Source: an optimization exercise on an open RTL-to-GDS flow (aim: small area, a short achievable clock period and few clock cycles). Production flows keep margins and buffers that such runs may drop.
Where RTL was checked, it was by simulation tests only, not by an equivalence proof against the original.

// press_aes
module press_aes (
    input  wire         clk,
    input  wire         rst,         
    input  wire         key_valid,
    output wire         key_ready,
    input  wire [1:0]   key_len,     
    input  wire [255:0] key,
    input  wire         in_valid,
    output wire         in_ready,
    input  wire         in_dec,      
    input  wire [127:0] in_data,
    output wire         out_valid,
    input  wire         out_ready,
    output wire [127:0] out_data
);
==> flow/config.mk <==
export PLATFORM = sky130hd
export DESIGN_NAME = press_aes
export DESIGN_NICKNAME = press_aes
export VERILOG_FILES = /design/flow/design.v
export SDC_FILE = /design/flow/constraint.sdc
export NUM_CORES = 8
export LEC_CHECK = 0
export ABC_CLOCK_PERIOD_IN_PS = 3500
export CAP_MARGIN = 20
export CORE_MARGIN = 2
export CORE_UTILIZATION = 45
export CTS_CLUSTER_DIAMETER = 200
export CTS_CLUSTER_SIZE = 20
export PLACE_DENSITY = 0.6
export SETUP_SLACK_MARGIN = 5
export SLEW_MARGIN = 20
==> flow/constraint.sdc <==
create_clock -name core_clock -period 12.0 [get_ports {clk}]
set_input_delay 2.4000 -clock core_clock [delete_from_list [all_inputs] [get_ports {clk}]]
set_output_delay 2.4000 -clock core_clock [all_outputs]
set_load 0.01 [all_outputs]
standard.sh (not shown) runs the stock make flow with config.mk's settings and CLKGATE_MAP_FILE= SYNTH_SCRIPT=/design/flow/synth_recipe.tcl, a recipe that flattens the netlist after the stock synthesis.
==> flow/flow/run.sh <==
#!/bin/bash
set -euo pipefail
bash standard.sh SETUP_SLACK_MARGIN=8 "BUFFER_PORTS_ARGS=-buffer_cell sky130_fd_sc_hd__buf_1" finish > flow.log 2>&1
The first run produced a clean layout.
Next try:
==> flow/flow/run.sh (replaced) <==
#!/bin/bash
set -euo pipefail
W=$PWD
export OWN_ABC_SCRIPT=$W/flow/abc_map.script
{
  cat <<'TCL'
# ORFS's synthesis calls abc with its own -script; use ours instead.
proc abc {args} {
  set i [lsearch -exact $args -script]
  if {$i >= 0} { lset args [expr {$i + 1}] $::env(OWN_ABC_SCRIPT) }
  puts "abc with own script: $args"
  yosys abc {*}$args
}
TCL
  cat synth_recipe.tcl
} > own_synth.tcl
bash standard.sh SYNTH_SCRIPT=$W/own_synth.tcl SETUP_SLACK_MARGIN=8 \
  "BUFFER_PORTS_ARGS=-buffer_cell sky130_fd_sc_hd__buf_1" finish > flow.log 2>&1
==> flow/flow/abc_map.script (new file) <==
&get -n
&st
&syn2
&dch
&if -g -K 6
&synch2
&nf -R 1000
&put
=>
- hold slack barely changes
- flip-flop and latch count is unchanged
- cell area went down by a few percent
- setup slack gets better by 0.0039 ns
- core utilization rose by 1.6 points
Next try:
--- a/flow/flow/run.sh
+++ b/flow/flow/run.sh
@@ -15,4 +15,4 @@
   cat synth_recipe.tcl
 } > own_synth.tcl
-bash standard.sh SYNTH_SCRIPT=$W/own_synth.tcl SETUP_SLACK_MARGIN=8 \
+bash standard.sh SYNTH_SCRIPT=$W/own_synth.tcl SETUP_SLACK_MARGIN=8.15 \
   "BUFFER_PORTS_ARGS=-buffer_cell sky130_fd_sc_hd__buf_1" finish > flow.log 2>&1
==> flow/flow/abc_map.script (replaced) <==
&get -n
&st
&syn2
&dch
&nf -R 1000
&put
Outcome:
- The new run completed without violations
- routed wire length rose by 3.8%
- worst setup slack improved by 0.096 ns
- non-clock buffer count rose by 182
- sequential share of layout area fell by 0.98 points
- utilization rose by 2.5 points
- via count rose by 2.3%
- hold slack improved by 0.064 ns
- critical path depth is unchanged
No run of this note included a check of the RTL's function; only the layout flow was run.

---

press_aes, a different RTL version from the one above (not shown whole).
Size in the first run: ~11000 cells after synthesis, about 1600 flip-flops, about 520 I/O pins.
export LEC_CHECK = 0
export ABC_CLOCK_PERIOD_IN_PS = 3500
export CAP_MARGIN = 20
export CORE_MARGIN = 2
export CORE_UTILIZATION = 45
export CTS_CLUSTER_DIAMETER = 150
export CTS_CLUSTER_SIZE = 16
export GPL_ROUTABILITY_DRIVEN = 0
export PLACE_DENSITY = 0.6
export SETUP_SLACK_MARGIN = 5
export SLEW_MARGIN = 20
create_clock -name core_clock -period 12.0 [get_ports {clk}]
==> flow/flow/run.sh <==
#!/bin/bash
set -euo pipefail
W=$PWD
export OWN_ABC_SCRIPT=$W/flow/abc_map.script
{
  cat <<'TCL'
# ORFS's synthesis calls abc with its own -script; use ours instead.
proc abc {args} {
  set i [lsearch -exact $args -script]
  if {$i >= 0} { lset args [expr {$i + 1}] $::env(OWN_ABC_SCRIPT) }
  puts "abc with own script: $args"
  yosys abc {*}$args
}
TCL
  cat synth_recipe.tcl
} > own_synth.tcl
bash standard.sh SYNTH_SCRIPT=$W/own_synth.tcl SETUP_SLACK_MARGIN=8 \
  "BUFFER_PORTS_ARGS=-buffer_cell sky130_fd_sc_hd__buf_1" finish > flow.log 2>&1
==> flow/flow/abc_map.script <==
&get -n
&st
&syn2
&dch
&if -g -K 6
&synch2
&nf -R 1000
&st
&syn2
&dch
&if -g -K 6
&synch2
&nf -R 1000
&put
Testbench counts at the start, summed over its fixed seeds: cycles 29,355.
Edit:
--- a/flow/flow/run.sh
+++ b/flow/flow/run.sh
@@ -17 +17 @@
-bash standard.sh SYNTH_SCRIPT=$W/own_synth.tcl SETUP_SLACK_MARGIN=8 \
+bash standard.sh SYNTH_SCRIPT=$W/own_synth.tcl SETUP_SLACK_MARGIN=7.8 \
--- a/flow/config.mk
+++ b/flow/config.mk
@@ -14 +13,0 @@
-export GPL_ROUTABILITY_DRIVEN = 0
Outcome: Cell area shrinks by 2.1%; area after synthesis stays the same; worst setup slack got worse by 0.076 ns; global-route usage grows by 0.34 points; count of clock-buffer cells in the layout grows by 7.
Edit:
--- a/flow/flow/run.sh
+++ b/flow/flow/run.sh
@@ -17 +17 @@
-bash standard.sh SYNTH_SCRIPT=$W/own_synth.tcl SETUP_SLACK_MARGIN=7.8 \
+bash standard.sh SYNTH_SCRIPT=$W/own_synth.tcl SETUP_SLACK_MARGIN=8 \
==> flow/flow/abc_map.script (replaced) <==
&get -n
&st
&syn2
&dch
&if -g -K 6
&synch2
&nf -R 1000
&put
--- a/flow/config.mk
+++ b/flow/config.mk
@@ -12,2 +12,2 @@
-export CTS_CLUSTER_DIAMETER = 150
-export CTS_CLUSTER_SIZE = 16
+export CTS_CLUSTER_DIAMETER = 200
+export CTS_CLUSTER_SIZE = 20
The new run finished with timing, DRC and antenna clean.
Wire length is higher by 1.3%.
Worst setup slack improves by 0.086 ns.
Global-route usage is higher by 0.38 points.
Via count is about the same.

[re-timing with driven ports]
The results above use ideal ports. As a check the final layouts listed here were re-extracted and re-timed, cells and wires unchanged.
Step 1 sets driving cells, clkbuf_16 on the clock port and buf_2 on the other inputs (assumed; they add their load-dependent delay and slew).
Step 2, shift: input delay + t, output delay - t, t = (earliest + latest rising clock arrival at the registers) / 2. This alone moves slack from input paths to output paths.
a / b / c = no drivers / after step 1 / after step 2; a / b = the first two.
run | t, ns | setup slack, ns | worst setup path at the end | pins driven straight from the clock port
the first run of note 1 | 0.899 | 7.915 / 7.896 / 7.151 | input to register | 1
the second run of note 1 | 0.897 | 7.919 / 7.871 / 7.164 | input to register | 1
the third run of note 1 | 0.923 | 8.015 / 7.924 / 7.248 | input to register | 1
the first run of note 2 | 0.954 | 7.862 / 7.862 / 7.151 | input to register | 1
the second run of note 2 | 0.928 | 7.786 / 7.786 / 6.929 | input to register | 1
the third run of note 2 | 0.924 | 7.872 / 7.872 / 7.101 | input to register | 1
After both steps setup and hold are still met in every run listed. For the second run of note 2, which loses most, drivers alone change the setup slack by 0.000 ns; drivers and shift together by -0.857 ns.
